This design comes from an exercise in tuning for small area on the open sky130 flow, not from production work. Function was checked by simulation only, so behaviour that the tests miss may differ from the original. Power and IR drop assume default switching activity.

## flow/config.mk

```make
export PLATFORM = sky130hd
export DESIGN_NAME = scl_energy
export DESIGN_NICKNAME = scl_energy
export VERILOG_FILES = /design/flow/design.v
export SDC_FILE = /design/flow/constraint.sdc
export NUM_CORES = 4
export LEC_CHECK = 0
export ABC_AREA = 1
export CAP_MARGIN = 0
export CORE_MARGIN = 2
export CORE_UTILIZATION = 70
export SLEW_MARGIN = 0
```

## flow/constraint.sdc

```tcl
create_clock -name core_clock -period 20.0 [get_ports {clk}]
set_input_delay 4.0000 -clock core_clock [delete_from_list [all_inputs] [get_ports {clk}]]
set_output_delay 4.0000 -clock core_clock [all_outputs]
set_load 0.01 [all_outputs]
```

## flow/design.v

```verilog
`default_nettype none
module scl_energy (
    input  wire        clk,
    input  wire        rst,               
    input  wire [31:0] cfg_up_thr,        
    input  wire [31:0] cfg_dn_thr,        
    input  wire [16:0] cfg_r_cable,       
    input  wire [8:0]  cfg_i_start,       
    input  wire        in_valid,
    output wire        in_ready,
    input  wire        in_tick,
    input  wire [31:0] in_v,
    input  wire [31:0] in_ih,
    input  wire [31:0] in_il,
    input  wire        in_ovr_v,
    input  wire        in_ovr_ih,
    input  wire        in_ovr_il,
    input  wire        in_lost_v,
    input  wire        in_lost_ih,
    input  wire        in_lost_il,
    output reg         out_valid,
    output wire [63:0] out_e_imp,
    output wire [63:0] out_e_exp,
    output wire [3:0]  out_flags,         
    output wire        out_dir,
    output wire        out_range_low,
    output wire        out_lock,
    output wire [15:0] out_range_sw
);
    localparam [1:0] M_IDLE = 2'd0, M_SMP = 2'd1, M_TK1 = 2'd2, M_TK2 = 2'd3;
    localparam [10:0] K_1599 = 11'd1599;
    localparam [11:0] K_1599X = {K_1599, 1'b0};    
    reg  [6:0]  ph;                  
    reg  [1:0]  md;                  
    wire        smp = (md == M_SMP);
    wire        tk1 = (md == M_TK1);
    wire        tk2 = (md == M_TK2);
    wire        last = (ph == 7'd99);
    reg  [99:0] ra;
    reg  [49:0] rb;
    reg  [24:0] rc;
    reg         z;                   
    reg         pz;                  
    reg         psub;                
    reg         pclr;                
    reg         range_low, lock, dir;
    reg         f_low, f_gap, f_ovr, creep;
    reg         [31:0] r1;           
    reg         [20:0] r2;           
    reg         ca, cc;              
    reg         kc, eq, swinc;       
    reg         sc;                  
    reg         nc;                  
    reg         sgn, seen, nz;       
    reg         cs, seenc;           
    assign in_ready = (ph == 7'd98) && (smp || tk1);
    reg         pv;                  
    reg         gt_up, lt_dn;        
    reg         seenl;               
    wire        pre     = !ph[5] && ph[6] && !smp;
    wire        lk      = lock | in_lost_il;
    wire        to_high = range_low && (lk || in_ovr_il || gt_up);
    wire        low_a   = range_low && !to_high;
    wire        below   = !lk && lt_dn;
    wire        cnt_cond = !low_a && below;
    wire        selL    = pre || (low_a && !in_lost_il);
    wire        selH    = !pre && !low_a && !in_lost_ih;
    wire [31:0] i_par   = ({32{selL}} & in_il) | ({32{selH}} & in_ih);
    wire        gap     = in_lost_v || in_lost_ih;
    wire        ovr     = (in_ovr_v && !in_lost_v) || (in_ovr_ih && !in_lost_ih);
    wire [4:0]  idx     = ph[4:0] | {5{smp && (ph[6] | ph[5])}};
    wire        i_b     = i_par[idx];
    wire        v_b     = !in_lost_v && in_v[idx];
    wire        l_b     = i_b ^ (in_il[31] & seenl);     
    wire        u_b     = cfg_up_thr[idx];
    wire        d_b     = cfg_dn_thr[idx];
    wire        a0 = ra[0];
    wire        b0 = rb[0];
    wire        c0 = rc[0];
    wire        zacc = z | pz;
    wire        zcn  = z | pclr;
    wire        zcnt = z | range_low;
    wire        acc_eff = (ph < 7'd39) ? (!zacc && a0) :
                          (ph < 7'd46) ? (!zacc && (psub ? ra[47] : a0)) :
                                         (!zacc && !psub && a0);
    wire        h_eff   = !zacc && (psub ? (ph < 7'd7) && ra[86] : ra[39]);
    wire        swa_eff = !z && a0;
    wire        c_eff   = !zcn && b0;
    wire        swb_eff = !z && b0;
    wire        cnt_eff = !zcnt && c0;
    wire        swc_eff = !z && c0;
    wire        n_eff   = !zcn && c0;
    wire        win_acc = (ph <= 7'd93);
    wire        win_swa = (ph >= 7'd94) && (ph <= 7'd97);
    wire        win_c   = (ph <= 7'd41);
    wire        win_swb = (ph >= 7'd42) && (ph <= 7'd49);
    wire        win_cnt = (ph >= 7'd1) && (ph <= 7'd11);
    wire        win_swc = (ph >= 7'd12) && (ph <= 7'd15);
    wire        win_n   = (ph >= 7'd16) && (ph <= 7'd25);
    wire        win_sw  = win_swa || win_swb || win_swc;
    wire        win_q   = (ph <= 7'd46);
    wire        m2_a  = tk1 ? (win_c && (c_eff ^ (cs & seenc))) : v_b;
    wire        m2_b  = tk1 ? (win_n && n_eff) : i_b;
    wire [21:0] m2_c1 = tk1 ? 22'd1000 : 22'd1000000;
    wire [21:0] m2_c2 = tk1 ? {13'd0, cfg_i_start} : {5'd0, cfg_r_cable};
    wire [21:0] m2_x  = {r2[20], r2};
    wire [21:0] m2_p  = {22{m2_a}} & m2_c1;
    wire [21:0] m2_q  = {22{m2_b}} & ~m2_c2;
    wire [21:0] m2_t  = m2_x ^ m2_p ^ m2_q;
    wire [21:0] m2_u  = {(m2_x[20:0] & m2_p[20:0]) | (m2_x[20:0] & m2_q[20:0]) | (m2_p[20:0] & m2_q[20:0]), m2_b};
    wire [22:0] m2_k;
    wire [21:0] s2;
    assign m2_k[0] = 1'b0;
    genvar g;
    generate
        for (g = 0; g < 22; g = g + 1) begin : g_m2
            assign s2[g]     = m2_t[g] ^ m2_u[g] ^ m2_k[g];
            assign m2_k[g+1] = (m2_t[g] & m2_u[g]) | (m2_t[g] & m2_k[g]) | (m2_u[g] & m2_k[g]);
        end
    endgenerate
    wire        y_b   = s2[0];
    wire        xb    = tk1 ? ((ph <= 7'd54) ? !h_eff : !sgn) : ra[39];
    wire        fb    = xb ^ r1[0];
    wire        m1_y  = smp ? y_b : fb;
    wire [31:0] m1_op = smp ? i_par : 32'd125;
    wire [32:0] m1_x  = {r1[31], r1};
    wire [32:0] m1_p  = {33{m1_y}} & {m1_op[31], m1_op};
    wire [33:0] m1_k;
    wire [32:0] s1;
    assign m1_k[0] = 1'b0;
    generate
        for (g = 0; g < 33; g = g + 1) begin : g_m1
            assign s1[g]     = m1_x[g] ^ m1_p[g] ^ m1_k[g];
            assign m1_k[g+1] = (m1_x[g] & m1_p[g]) | (m1_x[g] & m1_k[g]) | (m1_p[g] & m1_k[g]);
        end
    endgenerate
    wire        p_b   = s1[0] && !gap;
    wire        acc_s = acc_eff ^ p_b ^ ca;
    wire        acc_c = (acc_eff & p_b) | (acc_eff & ca) | (p_b & ca);
    wire        c_s   = c_eff ^ i_b ^ cc;
    wire        c_c   = (c_eff & i_b) | (c_eff & cc) | (i_b & cc);
    wire        cnt_s = cnt_cond && (cnt_eff ^ kc);
    wire        sw_in = win_swa ? swa_eff : win_swb ? swb_eff : swc_eff;
    wire        sc_in = (ph == 7'd12) ? swinc : sc;
    wire        sw_s  = sw_in ^ (smp & sc_in);
    wire        n_s   = n_eff ^ nc;
    wire        mag   = fb ^ (sgn & seen);               
    wire        q_imp = !creep && !sgn && fb;
    wire        q_exp = !creep && sgn && mag;
    reg         wa, wb, wc;
    always @* begin
        wa = a0;
        wb = b0;
        wc = c0;
        if (smp) begin
            wa = win_acc ? acc_s : win_swa ? sw_s : 1'b0;
            wb = win_c ? c_s : win_swb ? sw_s : b0;
            wc = win_cnt ? cnt_s : win_swc ? sw_s : win_n ? n_s : c0;
        end else if (tk1) begin
            wa = win_acc ? acc_eff : win_swa ? swa_eff : 1'b0;
            wb = win_c ? c_eff : win_swb ? swb_eff : b0;
            wc = win_cnt ? cnt_eff : win_swc ? swc_eff : win_n ? n_eff : c0;
        end else if (tk2) begin
            if (win_c)
                wb = q_exp;
            if (ph >= 7'd42 && ph <= 7'd46)
                wc = q_exp;
        end
    end
    wire [1:0]  nmd = tk1 ? M_TK2 : !in_valid ? M_IDLE : in_tick ? M_TK1 : pv ? M_SMP : M_IDLE;
    wire        s99 = smp ? ra[94] : (!tk2 && !zacc && !psub && ra[94]);    
    wire        cs99 = smp ? rb[42] : (!tk2 && !zcn && rb[42]);            
    always @(posedge clk) begin
        ra <= {wa, ra[99:1]};
        if (tk2 && ph == 7'd0)
            ra[91:85] <= r1[6:0];                    
        if (tk2 && win_q)
            ra[38] <= q_imp;                         
        rb <= {wb, rb[49:1]};
        rc <= {wc, rc[24:1]};
        r2 <= last ? 21'd0 : s2[21:1];
        if (last && !tk1)
            r1 <= {32{(nmd == M_TK1) && s99}};
        else
            r1 <= s1[32:1];
        ca <= last ? 1'b0 : acc_c;
        cc <= last ? 1'b0 : c_c;
        if (ph == 7'd0) begin
            kc <= 1'b1;
            eq <= 1'b1;
        end else if (win_cnt) begin
            kc <= kc & cnt_eff;
            eq <= eq & (cnt_eff == K_1599X[ph[3:0]]);
        end
        if (ph == 7'd11)
            swinc <= to_high || (cnt_cond && eq && (cnt_eff == K_1599[10]));
        if (win_sw)
            sc <= sc_in & sw_in;
        nc <= (ph == 7'd15) ? 1'b1 : win_n ? (nc & n_eff) : nc;
        if (last && !tk1)
            sgn <= s99;
        if (last) begin
            seen <= 1'b0;
            nz   <= 1'b0;
        end else if (tk2 && win_q) begin
            seen <= seen | fb;
            nz   <= nz | fb;
        end
        if (last) begin
            cs    <= cs99;
            seenc <= 1'b0;
        end else if (win_c)
            seenc <= seenc | c_eff;
        if (pre) begin
            seenl <= seenl | i_b;
            if (l_b != u_b) gt_up <= l_b;
            if (l_b != d_b) lt_dn <= d_b;
        end else if (ph == 7'd63 && !smp) begin
            seenl <= 1'b0;
            gt_up <= 1'b0;
            lt_dn <= 1'b0;
        end
    end
    always @(posedge clk) begin
        if (rst) begin
            ph        <= 7'd0;
            md        <= M_IDLE;
            z         <= 1'b1;
            pz        <= 1'b0;
            psub      <= 1'b0;
            pclr      <= 1'b0;
            range_low <= 1'b0;
            lock      <= 1'b0;
            dir       <= 1'b0;
            f_low     <= 1'b0;
            f_gap     <= 1'b0;
            f_ovr     <= 1'b0;
            creep     <= 1'b0;
            out_valid <= 1'b0;
        end else begin
            ph        <= last ? 7'd0 : ph + 7'd1;
            out_valid <= tk2 && last;
            if (ph == 7'd64)
                pv <= in_valid && !smp && !tk1;
            if (last)
                md <= nmd;
            if (ph == 7'd98 && smp) begin
                lock      <= lk;
                range_low <= low_a || (swinc && !to_high);
                f_low     <= (f_low && !zcn) || low_a;
                f_gap     <= (f_gap && !zcn) || gap;
                f_ovr     <= (f_ovr && !zcn) || ovr;
            end
            if (ph == 7'd98 && tk1) begin
                f_low     <= f_low && !zcn;
                f_gap     <= f_gap && !zcn;
                f_ovr     <= f_ovr && !zcn;
            end
            if (last && tk1)
                creep <= y_b;
            if (last && (smp || tk1)) begin
                z    <= 1'b0;
                pz   <= 1'b0;
                psub <= 1'b0;
                pclr <= 1'b0;
            end
            if (last && tk2) begin
                if (!creep && (sgn || nz))
                    dir <= sgn;
                pz   <= creep;
                psub <= !creep;
                pclr <= 1'b1;
            end
        end
    end
    assign out_e_imp     = {17'd0, ra[85:39]};
    assign out_e_exp     = {17'd0, rc[21:17], rb[41:0]};
    assign out_flags     = {f_low, creep, f_ovr, f_gap};
    assign out_dir       = dir;
    assign out_range_low = range_low;
    assign out_lock      = lock;
    assign out_range_sw  = {ra[97:94], rb[49:42], rc[15:12]};
endmodule
`default_nettype wire
```

## flow/flow/run.sh

```bash
#!/bin/bash
# The standard ORFS layout (standard.sh), with these changes passed to make:
#  - abc maps for area only (strash; dch; amap; topo): a copy of ORFS's
#    scripts folder with abc_area.script replaced (SCRIPTS_DIR);
#  - port buffers use the smallest buffer cell, sky130_fd_sc_hd__buf_1;
#  - clock tree synthesis uses clkbuf_4 in small clusters and no dummy loads.
# ORFS's whole output goes to standard.log here; its step logs stay in orfs/logs/.
set -euo pipefail
cp -r "$FLOW_HOME/scripts" scripts_area
cp flow/abc_area.script scripts_area/abc_area.script
export BUFFER_PORTS_ARGS="-buffer_cell sky130_fd_sc_hd__buf_1"
export CTS_ARGS="-sink_clustering_enable -repair_clock_nets -dont_use_dummy_load -buf_list sky130_fd_sc_hd__clkbuf_4 -sink_clustering_size 10 -sink_clustering_max_diameter 40"
sed "s|^make -C |make SCRIPTS_DIR=$PWD/scripts_area -C |" standard.sh > standard_area.sh
bash standard_area.sh > standard.log 2>&1
```

## flow/flow/abc_area.script

```
strash
dch
amap
topo
```

## flow/standard.sh

```bash
#!/bin/bash
# synth_recipe.tcl (not shown) runs the flow's synth.tcl, then flattens the netlist and writes it again
# the make line also repeats each setting of config.mk as NAME=value (left out here)
make -C /OpenROAD-flow-scripts/flow DESIGN_CONFIG=/design/flow/config.mk WORK_HOME=/design/flow/orfs CLKGATE_MAP_FILE= SYNTH_SCRIPT=/design/flow/synth_recipe.tcl "${@:-finish}"
```

==> results of run 1 <==
-- worst max-delay path, delay by kind of cell --
kind                     cells  cell delay (ps)
AO/OA/AOI/OAI               11             1900
adder cells (fa/ha/maj)     34            12950
buffers and inverters        1               60
AND/OR/NAND/NOR              6              990
-- metrics by stage --
step / instances / power (uW)
final: 1601 / 1222
after global routing: 1601 / 1314
after CTS: 1597 / 1222
after detailed placement: 1560 / 979.6
after global placement: 1560 / 960.0
after floorplan: 1099 / 891.9
-- cell families after synthesis --
logic type      synth area share [%]
simple gates                   7.978
other cells                  0.03382
compound gates                 18.79
buf+inv                        10.53
flops                          48.57
fa+ha+maj                      14.11
-- metal layers --
metal  global-route usage, %  wire length [um]
met3                   6.519              2461
met2                   57.84             14000
met4                   11.76               848
met5                       0                 0
met1                   39.28             10490
-- area by class of cell --
cell class | count | area [um^2]
Antenna cell | 1 | 2.502
Clock buffer | 37 | 277.8
Fill cell | 1063 | 3038
Inverter | 113 | 424.2
Multi-Input combinational cell | 623 | 4797
Sequential cell | 265 | 5385
Tap cell | 216 | 270.3
Timing Repair Buffer | 346 | 1460
-- final timing paths --
path | slack, ps | endpoint | start | cells after the start
setup / recovery | 540 | r1[30] | in_lost_il | 52
hold / removal | 300 | rc[8] | rc[9] | 0
setup reg to reg | 1860 | r1[30] | md[1] | 52
hold reg to reg | 300 | rc[8] | rc[9] | 0
-- registers in the layout (all words and copies together), names as in the netlist, 2 cells and up --
signal / flops
ph: 7
md: 2
ra: 100
r2: 21
rc: 25
r1: 32
rb: 50
-- cells in the mapped netlist (2+ instances only) --
library cell,instances
nor2b_1,11
clkinv_1,113
o32ai_1,5
fa_1,65
o21ai_0,36
a22oi_1,54
ha_1,21
o221ai_1,7
a21o_1,31
o32a_1,2
edfxtp_1,8
a32oi_1,2
nand2_1,31
nor2_1,121
nor4_1,3
o22ai_1,44
a221o_1,10
dfxtp_1,257
a22o_1,15
nor3_1,17
and3_1,2
a21oi_1,35
a211oi_1,3
a221oi_1,25
o21a_1,7
buf_4,99
or2_0,4
a31oi_1,6
nand4_1,3
nand3_1,13
-- repair_timing --
action | 4_1_cts | 5_1_grt
setup buffers | 0 | 1
gates resized for setup | 0 | 16
endpoints found under the setup margin | 0 | 3
-- report_power, final --
group / internal, uW / switching (uW)
Clock: 85.7 / 157
Combinational: 177 / 182
Sequential: 590 / 30.6
==> metrics.md, run 1 <==
| Metric | Value |
|---|---|
| Hold buffer count at CTS | `0` |
| RD Place Congestion | `0.9494` |
| Global-route wire length before repair | `42,850 um` |
| Primary FF master, synth | `dfxtp_1` |
| Fin area | `0.01262 mm^2` |
| Critical path type | `in -> reg` |
| Clock period minus worst slack | `19,460 ps` |
| Nets@finish | `1,668` |
| Worst slack, placed | `-293.2 ps` |
| Top cell type's share of synthesized area | `46.40%` |
| Max incr delay on CP | `440 ps` |
| Relative slew slack | `28.99%` |
| Hold Path Class | `reg -> reg` |
| Synthesized instance count | `1,066` |
| CTS tree | `built` |
| Leakage | `0.004841 uW` |
| Post-Route WL | `27,800 um` |
| Initial antenna violation count | `1` |
| Synth Cell Area | `0.01109 mm^2` |
| Most common cell after layout, fill and taps aside | `buf_1` |
| Critical path launch point type | `input port` |
| Count of final max-slew check failures | `0` |
| Final Core Density | `80.59%` |
| TritonCTS Buffers | `37` |
| Share of post-route cells with drive strength above 1 | `6.575%` |
| Crit Path Max Fanout | `16` |
| H-tree level count | `2` |
| Crit path top cell by count | `fa_1` |
| Synth Register Bits | `265` |
| Worst-path clk slew | `90 ps` |
| Final ANT Viol Nets | `0` |
| MaxCap Viol Count | `0` |
| Routed len/inst | `17.36 um` |
| Share of flip-flops with an asynchronous set or reset | `0%` |
| Row Count | `46` |
| GRT overflow | `0` |
| Yosys cell types | `46` |
| Via/cell ratio | `5.665` |
| Root Driver | `clkbuf_4` |
| Clock buffer depth | `3` |
| Core box area | `0.01566 mm^2` |
| Vias in the first global route | `8,758` |
| Starting Density | `70.83%` |
| Worst Setup End Kind | `flop` |
| Syn-to-layout area delta | `13.79%` |
| Pin count of the biggest net entering global routing | `67` |
| Final WS setup | `544.5 ps` |
| Routed vias | `9,070` |
| Remaining DRCs | `0` |
| HPWL after detailed placement | `20,840 um` |
| Drt first pass iters | `8` |
| Placed cell area | `0.01222 mm^2` |
| Slowest cell on crit path | `fa_1` |
| DRT iter0 DRCs | `520` |
| Status | `complete, no violations` |
| Post-synthesis sequential area ratio | `48.57%` |
| Total clock sinks | `265` |
| Clock latency on the worst-skew pair | `610 ps` |
| PD cells | `96.86 mW/mm^2` |
| Yosys Warn Count | `1` |
| Max Clock Skew | `77.93 ps` |
| Final hold slack | `301.7 ps` |
| Data required, critical path | `20,450 ps` |
| Die Y | `129.9 um` |
| Port Buffers | `314` |
| Worst EP arrival | `19,910 ps` |
| Highest Clock Rate | `51.40 MHz` |
| Period utilization | `97.28%` |
| Die ar. | `0.01686 mm^2` |
| Syn Area/Cell | `10.40 um^2` |
| Top cells by area, synth | `dfxtp_1 (46%), fa_1 (12%), buf_4 (6.7%), nor2_1 (4.1%), clkinv_1 (3.8%)` |
| EDFF count, synth | `8` |
| Max VDD drop | `0.00005425 V` |
| Setup tns final | `0 ps` |
| Final Setup Violations | `0` |
| Tot GR Track Use | `32.51%` |
| Most frequent cells in the layout | `buf_1 (314), dfxtp_1 (257), nor2_1 (118)` |
| Die X | `129.9 um` |
| Cell taking the most area after synthesis | `dfxtp_1` |
| Top Ports | `349` |
| Final number of hold-violating endpoints | `0` |
| Worst slew pin tran | `1054 ps` |
==> run 2, diff against run 1 <==
--- a/flow/flow/run.sh
+++ b/flow/flow/run.sh
@@ -1,6 +1,6 @@
 #!/bin/bash
 # The standard ORFS layout (standard.sh), with these changes passed to make:
-#  - abc maps for area only (strash; dch; amap; topo): a copy of ORFS's
+#  - abc maps for area only (strash; dch; map -a; topo): a copy of ORFS's
 #    scripts folder with abc_area.script replaced (SCRIPTS_DIR);
 #  - port buffers use the smallest buffer cell, sky130_fd_sc_hd__buf_1;
 #  - clock tree synthesis uses clkbuf_4 in small clusters and no dummy loads.
==> flow/flow/abc_area.script (replaced) <==
&get -n
&st
&dch
&nf -a
&put
topo
==> metrics.md, run 2 <==
| Metric | Value |
|---|---|
| Status | `complete, no violations` |
| Synthesized instance count | `1,072` |
| Period utilization | `97.06%` |
| Synth cell count leaders | `dfxtp_1 (257), nor2_1 (101), buf_4 (99)` |
| Remaining DRCs | `0` |
| Row Count | `46` |
| Critical Path Start | `in_lost_il` |
| Via/cell ratio | `5.597` |
| Reg2reg setup slack | `2930 ps` |
| Relative slew slack | `29.71%` |
| Critical path capture point | `r1[30]` |
| MaxCap Viol Count | `0` |
| Worst EP arrival | `19,980 ps` |
| Worst-path clk slew | `110 ps` |
| Top Ports | `349` |
| Storage cell area | `0.005385 mm^2` |
| Routed vias | `8,933` |
| Final WS setup | `588.1 ps` |
| Initial antenna violation count | `1` |
| Most common cell after layout, fill and taps aside | `buf_1` |
| Largest register FFs | `100` |
| Final number of hold-violating endpoints | `0` |
| Worst slack, placed | `-54.31 ps` |
| Routed len/inst | `17.17 um` |
| Most common cell in the netlist | `dfxtp_1` |
| Hold buffer count at CTS | `0` |
| Nets@finish | `1,663` |
| Die Y | `130.9 um` |
| Primary FF master, synth | `dfxtp_1` |
| Yosys Warn Count | `1` |
| Pin count of the biggest net entering global routing | `54` |
| Max Clock Skew | `69.27 ps` |
| Setup tns final | `0 ps` |
| Port Buffers | `314` |
| Data required, critical path | `20,570 ps` |
| Power, Total | `1170 uW` |
| TritonCTS Buffers | `35` |
| GRT overflow | `0` |
| Worst slew pin tran | `1052 ps` |
| CTS tree | `built` |
| Syn-to-layout area delta | `12.16%` |
| Slowest cell on crit path | `mux4_2` |
| R2R Path End | `r1[30]` |
| Top cells by area, synth | `dfxtp_1 (46%), fa_1 (12%), buf_4 (6.6%), nor2_1 (3.4%), o21ai_0 (3.1%)` |
| Worst Setup End Kind | `flop` |
| Clock buffer depth | `3` |
| Die X | `130.9 um` |
| Cell taking the most area after synthesis | `dfxtp_1` |
| Share of flip-flops with an asynchronous set or reset | `0%` |
| Placed insts | `1,560` |
| Yosys cell types | `50` |
| H-tree level count | `2` |
| RSZ-0062 raised after global routing | `no` |
| Crit Path Max Fanout | `32` |
| Final Setup Violations | `0` |
| Max incr delay on CP | `530 ps` |
| DRT iter0 DRCs | `415` |
| Die ar. | `0.01714 mm^2` |
| Critical path type | `in -> reg` |
| PD cells | `92.55 mW/mm^2` |
| Root Driver | `clkbuf_4` |
| Syn Area/Cell | `10.52 um^2` |
| Final ANT Viol Nets | `0` |
| Synth Register Bits | `265` |
| HPWL after detailed placement | `20,550 um` |
| Layout Cells excl Fill | `1,596` |
| Clock period minus worst slack | `19,410 ps` |
| Top cell type's share of synthesized area | `45.64%` |
| Fillers | `1,093` |
| RD Place Congestion | `0.9524` |
| Total clock sinks | `265` |
| Highest Clock Rate | `51.51 MHz` |
| EDFF count, synth | `8` |
| FF-to-FF path depth | `51` |
| Biggest register | `ra` |
| Share of post-route cells with drive strength above 1 | `5.584%` |
| Starting Density | `71.23%` |
| Multi-input gate area | `0.005111 mm^2` |
| Leakage | `0.004845 uW` |
| Core box area | `0.01583 mm^2` |
| Most frequent cells in the layout | `buf_1 (314), dfxtp_1 (257), nor2_1 (100)` |
| Drt first pass iters | `7` |
| Critical path launch point type | `input port` |
| Hold Path Class | `reg -> reg` |
| Final Core Density | `79.89%` |
| Synth Cell Area | `0.01127 mm^2` |
| Tot GR Track Use | `32.41%` |
| Max VDD drop | `0.00008446 V` |
| Vias in the first global route | `8,896` |
| Clock latency on the worst-skew pair | `620 ps` |
| Global-route wire length before repair | `43,220 um` |
| Reg2reg start | `md[1]` |
| Post-synthesis sequential area ratio | `47.77%` |
| Biggest regs | `ra x100, rb x50, r1 x32` |
| Crit path top cell by count | `fa_1` |
| Count of final max-slew check failures | `0` |
| Post-Route WL | `27,410 um` |
## run 2: repair_timing
| item | CTS | global route |
|---|---|---|
| resized for setup | 0 | 1 |
| hold endpoints to repair | 0 | 0 |
| buffers inserted | 0 | 0 |
| setup endpoints to repair | 0 | 1 |
## run 2: worst min path at each step
stage | start | endpoint | slack, ps | cells past startpoint
after CTS | rb[20] | rb[19] | 280 | 0
after global routing | rb[17] | rb[16] | 290 | 0
after detailed placement | rc[24] | rc[23] | 310 | 0
final | rb[20] | rb[19] | 290 | 0
after global placement | rc[7] | rc[6] | 310 | 0
after floorplan | ra[1] | ra[0] | 310 | 0
## run 2: logic make-up (layout without fill, tap and decap cells)
kind of cell | after synthesis | in the layout | share of synthesized area [%]
and+or+nand+nor | 270 | 270 | 10.62
DFF | 265 | 265 | 47.77
AOI/OAI and AO/OA | 237 | 237 | 13.20
buffers and inverters | 159 | 433 | 8.590
adders and majority gates | 86 | 86 | 13.87
muxes | 44 | 44 | 5.139
xor gates and xnor gates | 10 | 10 | 0.7769
other | 1 | 35 | 0.03326
## run 2: stage by stage
stage                     hold slack [ps]  instance area [um^2]
after floorplan                     309.6                 11450
after global placement              310.6                 12380
after detailed placement            312.1                 12380
after CTS                           283.9                 12640
after global routing                290.9                 12640
final                               287.3                 12640
## run 2: final cells by class
class / count / share of cell area, %
diodes: 1 / 0.01979
multi-input cells: 681 / 40.42
flip-flops and latches: 265 / 42.59
well taps: 216 / 2.137
repair buffers: 338 / 10.97
clock buffers: 35 / 2.078
inverters: 60 / 1.781
## run 2: power by group
| group | switching (uW) | internal (uW) | total (uW) |
|---|---|---|---|
| Clock | 158 | 81.1 | 239 |
| Combinational | 166 | 141 | 307 |
| Sequential | 32.7 | 591 | 624 |
| Total | 357 | 813 | 1170 |
## run 2: per-layer routing
layer	wire [um]	global-route usage, %	vias up	share of wire [%]
met5	0	0	-	0
met4	821	12.77	0	3.0
met3	2382	7.125	61	8.7
met2	13250	55.21	460	48
met1	10960	40.51	4211	40
li1	-	-	4201	-
## run 2: worst max-delay path, delay by kind of cell
| family | cells | cell delay [ps] |
|---|---|---|
| and+or+nand+nor | 3 | 570 |
| buffers and inverters | 5 | 850 |
| adders and majority gates | 33 | 12780 |
| muxes | 2 | 640 |
| AOI/OAI and AO/OA | 8 | 1120 |
==> run 3, diff against run 2 <==
==> flow/flow/abc_area.script (replaced) <==
strash
dch
map -a
topo
--- a/flow/config.mk
+++ b/flow/config.mk
@@ -9,4 +9,6 @@
 export CAP_MARGIN = 0
 export CORE_MARGIN = 2
 export CORE_UTILIZATION = 70
+export GPL_ROUTABILITY_DRIVEN = 0
+export GPL_TIMING_DRIVEN = 0
 export SLEW_MARGIN = 0
==> metrics.md, run 3 <==
| Metric | Value |
|---|---|
| Status | `complete, no violations` |
| Synth Area in Adders | `13.79%` |
| Worst EP arrival | `19,920 ps` |
| Most common cell in the netlist | `dfxtp_1` |
| Xor/xnor share of the synthesized area | `0.4632%` |
| Highest Clock Rate | `51.32 MHz` |
| Root Driver | `clkbuf_4` |
| Top cell type's share of synthesized area | `45.35%` |
| Tot GR Track Use | `35.08%` |
| Fin area | `0.01344 mm^2` |
| Worst slack, placed | `-1747 ps` |
| Final WS setup | `515.0 ps` |
| R2R Path End | `r1[30]` |
| Yosys cell types | `33` |
| HPWL after detailed placement | `22,150 um` |
| Reg2reg start | `md[1]` |
| Port Buffers | `314` |
| Critical path type | `in -> reg` |
| Hold depth | `0` |
| Synth cell count leaders | `dfxtp_1 (257), nor2_1 (183), nand2_1 (141)` |
| GRT overflow | `0` |
| CTS tree | `built` |
| Synthesized instance count | `1,224` |
| Global-route wire length before repair | `48,730 um` |
| DRT iter0 DRCs | `815` |
| Initial antenna violation count | `2` |
| Critical Path Start | `in_lost_il` |
| Clock period minus worst slack | `19,480 ps` |
| Internal power | `832.1 uW` |
| FF-to-FF path depth | `54` |
| EDFF count, synth | `8` |
| TritonCTS Buffers | `35` |
| Hold buffer count at CTS | `0` |
| Biggest register | `ra` |
| Via/cell ratio | `5.457` |
| Crit path top cell by count | `fa_1` |
| Max incr delay on CP | `430 ps` |
| MaxCap Viol Count | `0` |
| Remaining DRCs | `0` |
| Post-Route WL | `30,480 um` |
| Final number of hold-violating endpoints | `0` |
| Worst Setup End Kind | `flop` |
| PD cells | `91.38 mW/mm^2` |
| Synth Register Bits | `265` |
| Clock power share | `19.9%` |
| Pin count of the biggest net entering global routing | `55` |
| Drt first pass iters | `5` |
| Switching power | `395.8 uW` |
| Syn-to-layout area delta | `18.45%` |
| Min-delay src | `rc[3]` |
| Crit Path Max Fanout | `16` |
| Post-synthesis sequential area ratio | `47.47%` |
| Routed vias | `10,030` |
| Most frequent cells in the layout | `buf_1 (314), dfxtp_1 (257), nor2_1 (178)` |
| Die ar. | `0.01724 mm^2` |
| Row Count | `46` |
| Net Sw Frac | `32.23%` |
| CP top delay family | `adder cells` |
| Top cells by area, synth | `dfxtp_1 (45%), fa_1 (11%), buf_4 (6.6%), nor2_1 (6.1%), o21ai_0 (4.7%)` |
| Mux share of post-synthesis cell area | `0.6838%` |
| Worst slew pin tran | `1308 ps` |
| Yosys Warn Count | `1` |
| Final ANT Viol Nets | `0` |
| Routed len/inst | `16.59 um` |
| Die Y | `131.3 um` |
| Most common cell after layout, fill and taps aside | `buf_1` |
| Critical path depth | `57` |
| Core box area | `0.01589 mm^2` |
| Slowest cell on crit path | `fa_1` |
| Starting Density | `71.42%` |
| Critical path launch point type | `input port` |
| Share of flip-flops with an asynchronous set or reset | `0%` |
| Clock latency on the worst-skew pair | `630 ps` |
| Reg2reg setup slack | `1270 ps` |
| Syn Area/Cell | `9.268 um^2` |
| Vias in the first global route | `10,090` |
| H-tree level count | `2` |
| Seq pwr share | `50.9%` |
| Final Setup Violations | `0` |
| Compound-Gate Fraction of Synth Area | `14.25%` |
| Combinational share of power | `29.2%` |
| Hold EP | `rc[2]` |
| Relative slew slack | `12.60%` |
| Placed cell area | `0.01299 mm^2` |
| Period utilization | `97.42%` |
| Biggest regs | `ra x100, rb x50, r1 x32` |
| Die X | `131.3 um` |
| Top Ports | `349` |
| Leakage | `0.005339 uW` |
| Largest family of logic cells by synthesized area | `compound AO/OA/AOI/OAI gates` |
| Worst Path Buf+Inv | `5` |
| Total clock sinks | `265` |
| Share of post-route cells with drive strength above 1 | `10.80%` |
| Simple-Gate Fraction of Synth Area | `12.69%` |
| Final Core Density | `84.59%` |
| Nets@finish | `1,904` |
| Synth Cell Area | `0.01134 mm^2` |
| Clock buffer depth | `3` |
| Hold Path Class | `reg -> reg` |
| Count of final max-slew check failures | `0` |
| Worst-path clk slew | `100 ps` |
| Power, Total | `1228 uW` |
| Data required, critical path | `20,430 ps` |
| Largest register FFs | `100` |
| Primary FF master, synth | `dfxtp_1` |
| Max VDD drop | `0.00005430 V` |
| Max Clock Skew | `68.32 ps` |
| Cell taking the most area after synthesis | `dfxtp_1` |
==> run 3: cell type report <==
| cell class | instances | area, um^2 |
|---|---|---|
| Tap cell | 216 | 270.3 |
| Buffer | 99 | 743.2 |
| Sequential cell | 265 | 5385 |
| Fill cell | 961 | 2447 |
| Clock buffer | 35 | 262.8 |
| Inverter | 123 | 473.0 |
| Timing Repair Buffer | 325 | 1294 |
| Antenna cell | 2 | 5.005 |
| Timing Repair inverter | 1 | 5.005 |
| Multi-Input combinational cell | 772 | 5000 |
==> run 3: worst max path at each step <==
stage	end	slack, ps
floorplan	r1[30]	70
global placement	r1[30]	-2800
detailed placement	r1[30]	-1750
CTS	r1[30]	140
global route	r1[30]	-3
finish	r1[30]	520
==> run 3: worst register-to-register path, delay by kind of cell (launching register included) <==
kind | cells | cell delay [ps]
adders and majority gates | 35 | 13580
buffers and inverters | 5 | 1880
AOI/OAI and AO/OA | 7 | 1380
and+or+nand+nor | 7 | 1350
DFF | 1 | 390
==> run 3: cells by family after synthesis <==
group | count (synthesis)
buffers and inverters | 222
AOI/OAI and AO/OA | 269
DFF | 265
other | 1
and+or+nand+nor | 368
adders and majority gates | 86
xor gates and xnor gates | 6
muxes | 7
==> run 3: timing repair <==
| action | 4_1_cts | 5_1_grt |
|---|---|---|
| gates resized for setup | 7 | 11 |
| endpoints found under the setup margin | 4 | 3 |
| cloned | 2 | 1 |
| setup buffers | 8 | 1 |
| pin swaps | 4 | 3 |
==> run 3: per-layer routing <==
layer | global-route usage (%) | vias up | wire length [um]
li1 | - | 4716 | -
met1 | 41.13 | 4647 | 11230
met2 | 62.63 | 565 | 15440
met3 | 6.250 | 102 | 2686
met4 | 16.36 | 0 | 1130
met5 | 0 | - | 0
==> run 3: power groups by stage <==
stage	combinational [uW]	sequential, uW	clock [uW]
floorplan	250	629	0
global placement	307	634	0
detailed placement	337	636	0
CTS	347	625	247
global route	416	631	268
finish	359	625	244
==> run 3: stage by stage <==
step / instances / hold slack [ps] / setup TNS (ps)
6_report: 1838 / 284.5 / 0
4_1_cts: 1834 / 286.4 / 0
5_1_grt: 1838 / 289.9 / -3.093
3_3_place_gp: 1787 / 312.0 / -13660
2_1_floorplan: 1257 / 309.6 / 0
3_5_place_dp: 1789 / 312.1 / -6187
==> run 4, diff against run 3 <==
--- a/flow/config.mk
+++ b/flow/config.mk
@@ -8,7 +8,5 @@
 export ABC_AREA = 1
 export CAP_MARGIN = 0
 export CORE_MARGIN = 2
-export CORE_UTILIZATION = 70
-export GPL_ROUTABILITY_DRIVEN = 0
-export GPL_TIMING_DRIVEN = 0
+export CORE_UTILIZATION = 76
 export SLEW_MARGIN = 0
==> metrics.md, run 4 <==
| Metric | Value |
|---|---|
| Status | `complete, no violations` |
| Max VDD drop | `0.00005559 V` |
| Post-Route WL | `30,890 um` |
| Remaining DRCs | `0` |
| Post-CTS setup buffer count | `0` |
| Highest Clock Rate | `51.57 MHz` |
| Most frequent cells in the layout | `buf_1 (314), dfxtp_1 (257), nor2_1 (178)` |
| Nets@finish | `1,808` |
| Syn-to-layout area delta | `11.07%` |
| Placed cell area | `0.01231 mm^2` |
| Relative slew slack | `17.08%` |
| Share of flip-flops with an asynchronous set or reset | `0%` |
| Clock power share | `20.1%` |
| Share of post-route cells with drive strength above 1 | `4.724%` |
| Biggest regs | `ra x100, rb x50, r1 x32` |
| Top Ports | `349` |
| Routed vias | `9,929` |
| Slowest cell on crit path | `fa_1` |
| Seq pwr share | `51.0%` |
| Worst slew pin tran | `1240 ps` |
| Yosys Warn Count | `1` |
| Die Y | `126.2 um` |
| Clock buffer depth | `3` |
| Die ar. | `0.01592 mm^2` |
| Clock period minus worst slack | `19,390 ps` |
| Worst Setup End Kind | `flop` |
| Final hold slack | `310.4 ps` |
| Max Clock Skew | `105.1 ps` |
| Final number of hold-violating endpoints | `0` |
| Clock latency on the worst-skew pair | `680 ps` |
| Period utilization | `96.96%` |
| Vias in the first global route | `9,910` |
| Count of final max-slew check failures | `0` |
| MaxCap Viol Count | `0` |
| Leakage | `0.004854 uW` |
| Total clock sinks | `265` |
| Biggest register | `ra` |
| Crit Path Max Fanout | `32` |
| Synthesized instance count | `1,224` |
| DRT iter0 DRCs | `882` |
| Routed len/inst | `18.06 um` |
| Yosys cell types | `33` |
| PD cells | `97.20 mW/mm^2` |
| Syn Area/Cell | `9.268 um^2` |
| RD Place Congestion | `0.9181` |
| Worst EP arrival | `19,860 ps` |
| Fillers | `829` |
| Final Setup Violations | `0` |
| RSZ-0062 raised after global routing | `no` |
| Hold Path Class | `reg -> reg` |
| Drt first pass iters | `6` |
| Net Sw Frac | `32.68%` |
| GRT overflow | `0` |
| Pin count of the biggest net entering global routing | `59` |
| Global-route wire length before repair | `48,670 um` |
| Port Buffers | `314` |
| Final ANT Viol Nets | `0` |
| TritonCTS Buffers | `35` |
| Largest register FFs | `100` |
| Initial antenna violation count | `1` |
| Primary FF master, synth | `dfxtp_1` |
| Synth cell count leaders | `dfxtp_1 (257), nor2_1 (183), nand2_1 (141)` |
| EDFF count, synth | `8` |
| Power, Total | `1225 uW` |
| Fin area | `0.01260 mm^2` |
| Core box area | `0.01453 mm^2` |
| Switching power | `400.3 uW` |
| Root Driver | `clkbuf_4` |
| Most common cell after layout, fill and taps aside | `buf_1` |
| Starting Density | `78.06%` |
| Top cell type's share of synthesized area | `45.35%` |
| Row Count | `44` |
| H-tree level count | `2` |
| Synth Register Bits | `265` |
| Crit path top cell by count | `fa_1` |
| Data required, critical path | `20,460 ps` |
| Combinational share of power | `28.9%` |
| Final Core Density | `86.70%` |
| Critical path launch point type | `input port` |
| CTS tree | `built` |
| Internal power | `824.5 uW` |
| Post-synthesis sequential area ratio | `47.47%` |
| Critical path type | `in -> reg` |
| Die X | `126.2 um` |
| HPWL after detailed placement | `22,720 um` |
| Via/cell ratio | `5.806` |
| Max incr delay on CP | `430 ps` |
| Most common cell in the netlist | `dfxtp_1` |
| Cell taking the most area after synthesis | `dfxtp_1` |
| Worst-path clk slew | `100 ps` |
| Tot GR Track Use | `38.65%` |
| Top cells by area, synth | `dfxtp_1 (45%), fa_1 (11%), buf_4 (6.6%), nor2_1 (6.1%), o21ai_0 (4.7%)` |
| Synth Cell Area | `0.01134 mm^2` |
==> run 4: cell type report <==
class / count / area [um^2] / share of cell area, %
flip-flops and latches: 265 / 5385 / 42.74
multi-input cells: 770 / 4923 / 39.07
repair buffers: 331 / 1326 / 10.53
inverters: 123 / 467.9 / 3.714
clock buffers: 35 / 262.8 / 2.085
well taps: 184 / 230.2 / 1.827
diodes: 2 / 5.005 / 0.03972
==> run 4: critical path: cells and delay by family <==
| family | cells | cell delay (ps) |
|---|---|---|
| adder cells (fa/ha/maj) | 34 | 13060 |
| buffers and inverters | 5 | 630 |
| AO/OA/AOI/OAI | 8 | 1120 |
| AND/OR/NAND/NOR | 10 | 1040 |
==> run 4: metrics by stage <==
step	instances	setup TNS, ps	setup WS [ps]
finish	1710	0	608.7
global route	1710	0	20.97
CTS	1708	0	484.9
detailed placement	1673	-128.2	-112.9
global placement	1673	0	328.6
floorplan	1257	0	65.16
==> run 4: logic make-up after synthesis <==
group                    count (synthesis)  share of synthesized area, %
AO/OA/AOI/OAI                          269                         14.25
XOR/XNOR                                 6                        0.4632
adder cells (fa/ha/maj)                 86                         13.79
AND/OR/NAND/NOR                        368                         12.69
flip-flops                             265                         47.47
multiplexers                             7                        0.6838
buffers and inverters                  222                         10.62
other                                    1                       0.03306
==> run 4: power by group through the flow <==
stage	combinational, uW	clock, uW	sequential, uW
after global routing	413	268	631
after detailed placement	344	0	636
after CTS	353	247	625
final	354	246	625
after floorplan	250	0	629
after global placement	311	0	634
==> run 4: path summary, 6_finish.rpt <==
path	startpoint	endpoint	slack [ps]	cells after the start
min	ra[48]	ra[47]	310	0
min reg2reg	ra[48]	ra[47]	310	0
max	in_lost_il	r1[30]	610	57
max reg2reg	md[0]	r1[30]	1860	55
==> run 4: routing by layer <==
layer / routed length, um / up-vias / track usage (%)
met1: 10940 / 4588 / 45.02
met4: 1374 / 0 / 18.55
met5: 0 / - / 0
met3: 2920 / 140 / 8.454
li1: - / 4519 / -
met2: 15650 / 682 / 67.87
==> run 4: what timing repair did <==
| action | 4_1_cts | 5_1_grt |
|---|---|---|
| endpoints found under the setup margin | 0 | 2 |
| gates resized for setup | 0 | 8 |
| hold buffers | 0 | 0 |
==> run 5, diff against run 4 <==
--- a/flow/flow/run.sh
+++ b/flow/flow/run.sh
@@ -8,6 +8,7 @@
 set -euo pipefail
 cp -r "$FLOW_HOME/scripts" scripts_area
 cp flow/abc_area.script scripts_area/abc_area.script
+export SKIP_REPAIR_TIE_FANOUT=1
 export BUFFER_PORTS_ARGS="-buffer_cell sky130_fd_sc_hd__buf_1"
 export CTS_ARGS="-sink_clustering_enable -repair_clock_nets -dont_use_dummy_load -buf_list sky130_fd_sc_hd__clkbuf_4 -sink_clustering_size 10 -sink_clustering_max_diameter 40"
 sed "s|^make -C |make SCRIPTS_DIR=$PWD/scripts_area -C |" standard.sh > standard_area.sh
--- a/flow/config.mk
+++ b/flow/config.mk
@@ -8,5 +8,5 @@
 export ABC_AREA = 1
 export CAP_MARGIN = 0
 export CORE_MARGIN = 2
-export CORE_UTILIZATION = 76
+export CORE_UTILIZATION = 70
 export SLEW_MARGIN = 0
==> metrics.md, run 5 <==
| Metric | Value |
|---|---|
| Status | `complete, no violations` |
| Placed cell area | `0.01224 mm^2` |
| Hold Path Class | `reg -> reg` |
| Most common cell in the netlist | `dfxtp_1` |
| Worst EP arrival | `19,840 ps` |
| Post-synthesis sequential area ratio | `47.47%` |
| Syn-to-layout area delta | `10.29%` |
| Share of flip-flops with an asynchronous set or reset | `0%` |
| Fillers | `1,087` |
| Synth Cell Area | `0.01134 mm^2` |
| Worst-path clk slew | `100 ps` |
| Synthesized instance count | `1,224` |
| DRT iter0 DRCs | `622` |
| Synth cell count leaders | `dfxtp_1 (257), nor2_1 (183), nand2_1 (141)` |
| Die X | `131.3 um` |
| CTS tree | `built` |
| Leakage | `0.004751 uW` |
| Placed insts | `1,673` |
| Cell taking the most area after synthesis | `dfxtp_1` |
| Final Core Density | `78.77%` |
| Post-Route WL | `28,120 um` |
| Final Setup Violations | `0` |
| Count of final max-slew check failures | `0` |
| Row Count | `46` |
| Worst Setup End Kind | `flop` |
| Global-route wire length before repair | `45,640 um` |
| Share of post-route cells with drive strength above 1 | `4.896%` |
| Remaining DRCs | `0` |
| Root Driver | `clkbuf_4` |
| Routed vias | `9,429` |
| Post-CTS setup buffer count | `0` |
| Worst Path Buf+Inv | `5` |
| Vias in the first global route | `9,390` |
| H-tree level count | `2` |
| GR Util met3 | `6.327%` |
| Nets@finish | `1,775` |
| GRT overflow | `0` |
| Layout Cells excl Fill | `1,709` |
| Top Ports | `349` |
| CP top delay family | `adder cells` |
| Final number of hold-violating endpoints | `0` |
| Biggest register | `ra` |
| Setup tns final | `0 ps` |
| Fin area | `0.01251 mm^2` |
| Critical path type | `in -> reg` |
| Routed len/inst | `16.45 um` |
| Via/cell ratio | `5.517` |
| PD cells | `95.72 mW/mm^2` |
| EDFF count, synth | `8` |
| Power, Total | `1198 uW` |
| Starting Density | `71.42%` |
| Worst slew pin tran | `1182 ps` |
| Top cell type's share of synthesized area | `45.35%` |
| MaxCap Viol Count | `0` |
| Clock period minus worst slack | `19,410 ps` |
| Relative slew slack | `20.98%` |
| Most frequent cells in the layout | `buf_1 (314), dfxtp_1 (257), nor2_1 (178)` |
| Port Buffers | `314` |
| Die Y | `131.3 um` |
| Initial antenna violation count | `2` |
| Max incr delay on CP | `440 ps` |
| Core box area | `0.01589 mm^2` |
| Data required, critical path | `20,430 ps` |
| Max VDD drop | `0.00005468 V` |
| Primary FF master, synth | `dfxtp_1` |
| Crit Path Max Fanout | `32` |
| Clock buffer depth | `3` |
| Yosys Warn Count | `1` |
| Yosys cell types | `33` |
| Crit path top cell by count | `fa_1` |
| Clock latency on the worst-skew pair | `630 ps` |
| Pin count of the biggest net entering global routing | `65` |
| Drt first pass iters | `8` |
| Max Clock Skew | `63.58 ps` |
| Tot GR Track Use | `32.78%` |
| Die ar. | `0.01724 mm^2` |
| Final ANT Viol Nets | `0` |
| Grt peak-use layer | `met2` |
| Critical path launch point type | `input port` |
| M2 GR Usage | `57.13%` |
| TritonCTS Buffers | `34` |
| Met1 global-route usage | `39.78%` |
| Most common cell after layout, fill and taps aside | `buf_1` |
| RD Place Congestion | `0.9623` |
| Syn Area/Cell | `9.268 um^2` |
| Slowest cell on crit path | `fa_1` |
| Highest Clock Rate | `51.53 MHz` |
| Largest register FFs | `100` |
| Top cells by area, synth | `dfxtp_1 (45%), fa_1 (11%), buf_4 (6.6%), nor2_1 (6.1%), o21ai_0 (4.7%)` |
| Total clock sinks | `265` |
| Synth Register Bits | `265` |
| Period utilization | `97.04%` |
| HPWL after detailed placement | `20,960 um` |
| Biggest regs | `ra x100, rb x50, r1 x32` |
[run 5: cell families after synthesis]
| kind of cell | after synthesis | synth area share [%] |
|---|---|---|
| xor gates and xnor gates | 6 | 0.4632 |
| and+or+nand+nor | 368 | 12.69 |
| AOI/OAI and AO/OA | 269 | 14.25 |
| other | 1 | 0.03306 |
| DFF | 265 | 47.47 |
| adders and majority gates | 86 | 13.79 |
| muxes | 7 | 0.6838 |
| buffers and inverters | 222 | 10.62 |
[run 5: timing repair]
item | 4_1_cts | 5_1_grt
hold buffers | 0 | 0
resized for setup | 0 | 8
setup endpoints to repair | 0 | 2
[run 5: path summary, 6_finish.rpt]
| path | startpoint | to | slack, ps | cells after the start |
|---|---|---|---|---|
| max reg2reg | md[1] | r1[30] | 2220 | 56 |
| min reg2reg | ra[99] | ra[98] | 300 | 0 |
| max | in_lost_il | r1[30] | 590 | 57 |
| min | ra[99] | ra[98] | 300 | 0 |
[run 5: cell type report]
| type | instances | area, um^2 | share of cell area, % |
|---|---|---|---|
| diodes | 2 | 5.005 | 0.04000 |
| repair buffers | 332 | 1334 | 10.66 |
| multi-input cells | 737 | 4795 | 38.32 |
| inverters | 123 | 467.9 | 3.740 |
| clock buffers | 34 | 255.2 | 2.040 |
| well taps | 216 | 270.3 | 2.160 |
| flip-flops and latches | 265 | 5385 | 43.04 |
[run 5: per-layer routing]
layer / wire length [um] / vias up
met5: 0 / -
met4: 1188 / 0
met3: 2168 / 93
met2: 13870 / 491
met1: 10890 / 4344
li1: - / 4501
[run 5: power breakdown]
group / internal (uW) / leakage, uW / switching [uW]
clock: 78.9 / 0.000156 / 159
sequential: 592 / 0.00217 / 31.5
combinational: 148 / 0.00242 / 188
total: 818 / 0.00475 / 379
[run 5: metrics by stage]
step,hold slack [ps],setup slack [ps]
2_1_floorplan,309.6,65.16
3_3_place_gp,310.4,269.4
3_5_place_dp,312.1,-195.2
4_1_cts,299.9,405.3
5_1_grt,317.7,-11.18
6_report,296.5,592.9
==> run 6, diff against run 5 <==
--- a/flow/flow/run.sh
+++ b/flow/flow/run.sh
@@ -8,7 +8,6 @@
 set -euo pipefail
 cp -r "$FLOW_HOME/scripts" scripts_area
 cp flow/abc_area.script scripts_area/abc_area.script
-export SKIP_REPAIR_TIE_FANOUT=1
 export BUFFER_PORTS_ARGS="-buffer_cell sky130_fd_sc_hd__buf_1"
 export CTS_ARGS="-sink_clustering_enable -repair_clock_nets -dont_use_dummy_load -buf_list sky130_fd_sc_hd__clkbuf_4 -sink_clustering_size 10 -sink_clustering_max_diameter 40"
 sed "s|^make -C |make SCRIPTS_DIR=$PWD/scripts_area -C |" standard.sh > standard_area.sh
==> metrics.md, run 6 <==
| Metric | Value |
|---|---|
| DRT iter0 DRCs | `589` |
| Post-Route WL | `28,510 um` |
| Synth cell count leaders | `dfxtp_1 (257), nor2_1 (183), nand2_1 (141)` |
| Post-CTS Resized | `0` |
| Initial antenna violation count | `1` |
| Status | `complete, no violations` |
| Largest register FFs | `100` |
| Via/cell ratio | `5.480` |
| Drt first pass iters | `5` |
| Clock latency on the worst-skew pair | `620 ps` |
| Die ar. | `0.01724 mm^2` |
| Max VDD drop | `0.00006250 V` |
| Final hold slack | `296.6 ps` |
| PD cells | `95.10 mW/mm^2` |
| Synth Cell Area | `0.01134 mm^2` |
| Biggest register | `ra` |
| Yosys Warn Count | `1` |
| Pin count of the biggest net entering global routing | `65` |
| Cell taking the most area after synthesis | `dfxtp_1` |
| Die Y | `131.3 um` |
| Worst-path clk slew | `110 ps` |
| Hold buffer count at CTS | `0` |
| Nets@finish | `1,808` |
| Global-route wire length before repair | `46,310 um` |
| MaxCap Viol Count | `0` |
| Starting Density | `71.42%` |
| Row Count | `46` |
| Top Ports | `349` |
| M2 GR Usage | `57.63%` |
| Compound-Gate Fraction of Synth Area | `14.25%` |
| Worst Path Buf+Inv | `5` |
| Critical path launch point type | `input port` |
| Vias in the first global route | `9,499` |
| Crit path top cell by count | `fa_1` |
| Remaining DRCs | `0` |
| Xor/xnor share of the synthesized area | `0.4632%` |
| Data required, critical path | `20,450 ps` |
| Critical path type | `in -> reg` |
| Most common cell after layout, fill and taps aside | `buf_1` |
| Mux share of post-synthesis cell area | `0.6838%` |
| Biggest regs | `ra x100, rb x50, r1 x32` |
| RD Place Congestion | `0.9077` |
| Final Setup Violations | `0` |
| Final Core Density | `79.47%` |
| Highest Clock Rate | `51.66 MHz` |
| Crit Path Max Fanout | `32` |
| Primary FF master, synth | `dfxtp_1` |
| EDFF count, synth | `8` |
| Grt peak-use layer | `met2` |
| Leakage | `0.004855 uW` |
| Slowest cell on crit path | `fa_1` |
| Hold Path Class | `reg -> reg` |
| Max Clock Skew | `58.89 ps` |
| Synth Area in Adders | `13.79%` |
| Yosys cell types | `33` |
| RSZ-0062 raised after global routing | `no` |
| Synthesized instance count | `1,224` |
| Max incr delay on CP | `430 ps` |
| Largest family of logic cells by synthesized area | `compound AO/OA/AOI/OAI gates` |
| Most common cell in the netlist | `dfxtp_1` |
| TritonCTS Buffers | `35` |
| Layout Cells excl Fill | `1,741` |
| Clock buffer depth | `3` |
| Period utilization | `96.78%` |
| Share of flip-flops with an asynchronous set or reset | `0%` |
| Share of post-route cells with drive strength above 1 | `4.659%` |
| Most frequent cells in the layout | `buf_1 (314), dfxtp_1 (257), nor2_1 (179)` |
| CTS tree | `built` |
| Syn Area/Cell | `9.268 um^2` |
| Routed len/inst | `16.37 um` |
| GR Util met3 | `5.941%` |
| Total clock sinks | `265` |
| Simple-Gate Fraction of Synth Area | `12.69%` |
| Synth Register Bits | `265` |
| Post-synthesis sequential area ratio | `47.47%` |
| Met1 global-route usage | `41.69%` |
| Worst slew pin tran | `1238 ps` |
| Clock period minus worst slack | `19,360 ps` |
| Post-CTS setup buffer count | `0` |
| HPWL after detailed placement | `21,540 um` |
| Routed vias | `9,540` |
| Root Driver | `clkbuf_4` |
| Final number of hold-violating endpoints | `0` |
| Top cell type's share of synthesized area | `45.35%` |
| Top cells by area, synth | `dfxtp_1 (45%), fa_1 (11%), buf_4 (6.6%), nor2_1 (6.1%), o21ai_0 (4.7%)` |
| CP top delay family | `adder cells` |
| Placed insts | `1,705` |
| Core box area | `0.01589 mm^2` |
| GRT overflow | `0` |
| Die X | `131.3 um` |
| Syn-to-layout area delta | `11.28%` |
| Final ANT Viol Nets | `0` |
| Worst Setup End Kind | `flop` |
| Final WS setup | `644.1 ps` |
| Worst EP arrival | `19,800 ps` |
| Worst slack, placed | `-154.4 ps` |
| Relative slew slack | `17.22%` |
| H-tree level count | `2` |
| Tot GR Track Use | `33.42%` |
| Port Buffers | `314` |
| Count of final max-slew check failures | `0` |
[run 6: kinds of logic after synthesis]
kind of cell | after synthesis
other | 1
xor gates and xnor gates | 6
muxes | 7
AOI/OAI and AO/OA | 269
buffers and inverters | 222
DFF | 265
and+or+nand+nor | 368
adders and majority gates | 86
[run 6: final timing paths]
check,from,slack [ps],endpoint,cells past startpoint
hold / removal,rc[22],300,rc[21],0
setup reg to reg,md[1],2370,r1[30],52
setup / recovery,in_lost_il,640,r1[30],56
hold reg to reg,rc[22],300,rc[21],0
[run 6: where the power goes]
group | internal [uW] | total [uW] | switching, uW
registers | 592 | 623 | 31.9
logic | 146 | 335 | 189
clock network | 81.1 | 242 | 161
total | 818 | 1200 | 382
[run 6: layout make-up]
class                   count  area, um^2
flip-flops and latches    265        5385
multi-input cells         770        4913
inverters                 123       467.9
diodes                      1       2.502
fillers                  1129        3261
repair buffers            331        1323
clock buffers              35       262.8
well taps                 216       270.3
[run 6: metal layers]
layer	vias to the layer above	part of all wire, %
li1	4529	-
met1	4472	40
met2	459	49
met3	80	7.6
met4	0	3.3
met5	-	0
[run 6: stage by stage]
stage	instance area, um^2	TNS [ps]	total power (uW)
global route	12620	0	1299
finish	12620	0	1201
global placement	12350	0	945.8
detailed placement	12350	-226.7	970.2
floorplan	11500	0	878.9
CTS	12620	0	1208
==> run 7, diff against run 6 <==
==> flow/flow/run.sh (replaced) <==
#!/bin/bash
# The standard ORFS layout (standard.sh), with these changes passed to make:
#  - abc maps for area only (strash; dch; map -a; topo): a copy of ORFS's
#    scripts folder with abc_area.script replaced (SCRIPTS_DIR);
#  - one tie cell drives all constant outputs (SKIP_REPAIR_TIE_FANOUT);
#  - port buffers use the smallest buffer cell, sky130_fd_sc_hd__buf_1;
#  - clock tree synthesis uses clkbuf_4 in small clusters and no dummy loads.
# ORFS's whole output goes to standard.log here; its step logs stay in orfs/logs/.
set -euo pipefail
cp -r "$FLOW_HOME/scripts" scripts_area
cp flow/abc_area.script scripts_area/abc_area.script
export SKIP_REPAIR_TIE_FANOUT=1
export BUFFER_PORTS_ARGS="-buffer_cell sky130_fd_sc_hd__buf_1"
export CTS_ARGS="-sink_clustering_enable -repair_clock_nets -dont_use_dummy_load -buf_list sky130_fd_sc_hd__clkbuf_4 -sink_clustering_size 10 -sink_clustering_max_diameter 40"
sed "s|^make -C |make SCRIPTS_DIR=$PWD/scripts_area -C |" standard.sh > standard_area.sh
bash standard_area.sh > standard.log 2>&1
==> metrics.md, run 7 <==
| Metric | Value |
|---|---|
| Post-synthesis sequential area ratio | `47.47%` |
| Vias in the first global route | `9,390` |
| Biggest regs | `ra x100, rb x50, r1 x32` |
| Slowest cell on crit path | `fa_1` |
| Clock latency on the worst-skew pair | `630 ps` |
| Critical path type | `in -> reg` |
| Final Setup Violations | `0` |
| Yosys cell types | `33` |
| Relative slew slack | `20.98%` |
| Yosys Warn Count | `1` |
| Hold buffer count at CTS | `0` |
| Layout Cells excl Fill | `1,709` |
| Switching power | `379.3 uW` |
| Critical path launch point type | `input port` |
| Status | `complete, no violations` |
| Remaining DRCs | `0` |
| Row Count | `46` |
| Worst Setup End Kind | `flop` |
| Seq pwr share | `52.0%` |
| CTS tree | `built` |
| Max VDD drop | `0.00005468 V` |
| Reg2reg setup slack | `2220 ps` |
| DRT iter0 DRCs | `622` |
| Fin area | `0.01251 mm^2` |
| MaxCap Viol Count | `0` |
| Internal power | `818.3 uW` |
| Hold Path Class | `reg -> reg` |
| Clock power share | `19.9%` |
| Crit path top cell by count | `fa_1` |
| Share of post-route cells with drive strength above 1 | `4.896%` |
| Port Buffers | `314` |
| Placed cell area | `0.01224 mm^2` |
| Top cells by area, synth | `dfxtp_1 (45%), fa_1 (11%), buf_4 (6.6%), nor2_1 (6.1%), o21ai_0 (4.7%)` |
| Largest register FFs | `100` |
| Data required, critical path | `20,430 ps` |
| Die ar. | `0.01724 mm^2` |
| Synth Cell Area | `0.01134 mm^2` |
| Max Clock Skew | `63.58 ps` |
| PD cells | `95.72 mW/mm^2` |
| H-tree level count | `2` |
| Setup tns final | `0 ps` |
| Routed vias | `9,429` |
| Share of flip-flops with an asynchronous set or reset | `0%` |
| Final WS setup | `592.9 ps` |
| Storage cell area | `0.005385 mm^2` |
| FF-to-FF path depth | `56` |
| Root Driver | `clkbuf_4` |
| Die Y | `131.3 um` |
| Power, Total | `1198 uW` |
| Routed len/inst | `16.45 um` |
| Die X | `131.3 um` |
| Primary FF master, synth | `dfxtp_1` |
| Fillers | `1,087` |
| Most frequent cells in the layout | `buf_1 (314), dfxtp_1 (257), nor2_1 (178)` |
| Drt first pass iters | `8` |
| Final number of hold-violating endpoints | `0` |
| Syn Area/Cell | `9.268 um^2` |
| Most common cell in the netlist | `dfxtp_1` |
| Worst EP arrival | `19,840 ps` |
| Syn-to-layout area delta | `10.29%` |
| Synth Register Bits | `265` |
| R2R Path End | `r1[30]` |
| Crit Path Max Fanout | `32` |
| Critical Path Start | `in_lost_il` |
| Via/cell ratio | `5.517` |
| Top Ports | `349` |
| Leakage | `0.004751 uW` |
| Pin count of the biggest net entering global routing | `65` |
| Critical path capture point | `r1[30]` |
| HPWL after detailed placement | `20,960 um` |
| Clock buffer depth | `3` |
| Top cell type's share of synthesized area | `45.35%` |
| Tot GR Track Use | `32.78%` |
| RD Place Congestion | `0.9623` |
| Final ANT Viol Nets | `0` |
| Placed insts | `1,673` |
| Biggest register | `ra` |
| Synth cell count leaders | `dfxtp_1 (257), nor2_1 (183), nand2_1 (141)` |
| Worst slack, placed | `-195.2 ps` |
| Most common cell after layout, fill and taps aside | `buf_1` |
| Net Sw Frac | `31.67%` |
| Post-Route WL | `28,120 um` |
| Starting Density | `71.42%` |
| Nets@finish | `1,775` |
| Total clock sinks | `265` |
| Highest Clock Rate | `51.53 MHz` |
| Period utilization | `97.04%` |
| Core box area | `0.01589 mm^2` |
| Multi-input gate area | `0.004795 mm^2` |
| Cell taking the most area after synthesis | `dfxtp_1` |
| Clock period minus worst slack | `19,410 ps` |
| Global-route wire length before repair | `45,640 um` |
| Combinational share of power | `28.1%` |
| Worst slew pin tran | `1182 ps` |
| Initial antenna violation count | `2` |
| Worst-path clk slew | `100 ps` |
| Synthesized instance count | `1,224` |
| TritonCTS Buffers | `34` |
| Count of final max-slew check failures | `0` |
| Max incr delay on CP | `440 ps` |
| GRT overflow | `0` |
| Reg2reg start | `md[1]` |
| EDFF count, synth | `8` |
-- run 7: kinds of logic after synthesis --
group	after synthesis	share of synthesized area [%]
and+or+nand+nor	368	12.69
DFF	265	47.47
muxes	7	0.6838
xor gates and xnor gates	6	0.4632
adders and majority gates	86	13.79
AOI/OAI and AO/OA	269	14.25
buffers and inverters	222	10.62
other	1	0.03306
-- run 7: how the worst min path moves through the flow --
stage	from	end	slack, ps	cells after the start
floorplan	ra[1]	ra[0]	310	0
global placement	ra[93]	ra[92]	310	0
detailed placement	rc[3]	rc[2]	310	0
CTS	ra[99]	ra[98]	300	0
global route	ra[99]	ra[98]	320	0
finish	ra[99]	ra[98]	300	0
-- run 7: power by group through the flow --
stage                     Sequential [uW]  Clock (uW)  Combinational [uW]
after CTS                             625         244                 339
after global routing                  631         263                 395
after detailed placement              636           0                 334
final                                 623         238                 336
after global placement                635           0                 310
after floorplan                       629           0                 250
-- run 7: repair_timing --
| item | in CTS | in global routing |
|---|---|---|
| resized for setup | 0 | 8 |
| setup endpoints to repair | 0 | 2 |
| setup buffers | 0 | 0 |
| endpoints found under the hold margin | 0 | 0 |
-- run 7: cell type report --
type | count | area share (%)
multi-input cells | 737 | 38.32
flip-flops and latches | 265 | 43.04
well taps | 216 | 2.160
repair buffers | 332 | 10.66
inverters | 123 | 3.740
diodes | 2 | 0.04000
clock buffers | 34 | 2.040
-- run 7: stage by stage --
stage / hold WS, ps / utilization [%]
CTS: 299.9 / 78.64
floorplan: 309.6 / -
finish: 296.5 / 78.77
detailed placement: 312.1 / 77.03
global placement: 310.4 / 77.03
global route: 317.7 / 78.77
-- run 7: routing by layer --
layer	wire length [um]	track usage [%]	share of wire, %	vias to the layer above
met1	10890	39.78	39	4344
met3	2168	6.327	7.7	93
li1	-	-	-	4501
met2	13870	57.13	49	491
met4	1188	14.25	4.2	0
met5	0	0	0	-
-- run 7: critical path: cells and delay by family --
family / cells / cell delay [ps]
simple gates: 11 / 1190
fa+ha+maj: 34 / 13160
compound gates: 7 / 890
buf+inv: 5 / 550

[static timing again, ports no longer ideal]
No port has a modelled driver above. Below, the same layouts with a new extraction and two added sets of constraints.
Step 1, drivers: a clkbuf_16 drives clk and a buf_2 each remaining input, both assumed.
Step 2 moves the port delays by t, midway between the first and last clock arrival at a register: inputs arrive t later, outputs are due t later. That takes back most of the time a late clock gives input paths.
a / b / c = ideal ports / drivers / drivers and shift; a / b = the first two.
run | t (ns) | slack for setup (ns) | hold WS [ns]
run 1 | 0.620 | 0.544 / 0.567 / -0.053 | 0.302 / 0.302 / 0.302
run 2 | 0.623 | 0.588 / 0.613 / -0.010 | 0.287 / 0.287 / 0.287
run 3 | 0.639 | 0.515 / 0.502 / -0.138 | 0.284 / 0.284 / 0.284
run 4 | 0.669 | 0.609 / 0.612 / -0.057 | 0.310 / 0.310 / 0.310
run 5 | 0.636 | 0.593 / 0.564 / -0.072 | 0.296 / 0.296 / 0.296
run 6 | 0.635 | 0.644 / 0.657 / 0.022 | 0.297 / 0.297 / 0.297
run 7 | 0.636 | 0.593 / 0.564 / -0.072 | 0.296 / 0.296 / 0.296
With both steps, setup timing fails in 6 of these runs, where it was met with ideal ports. The setup slack of run 4, which loses most, moves by +0.003 ns with the drivers and by -0.666 ns with both steps.
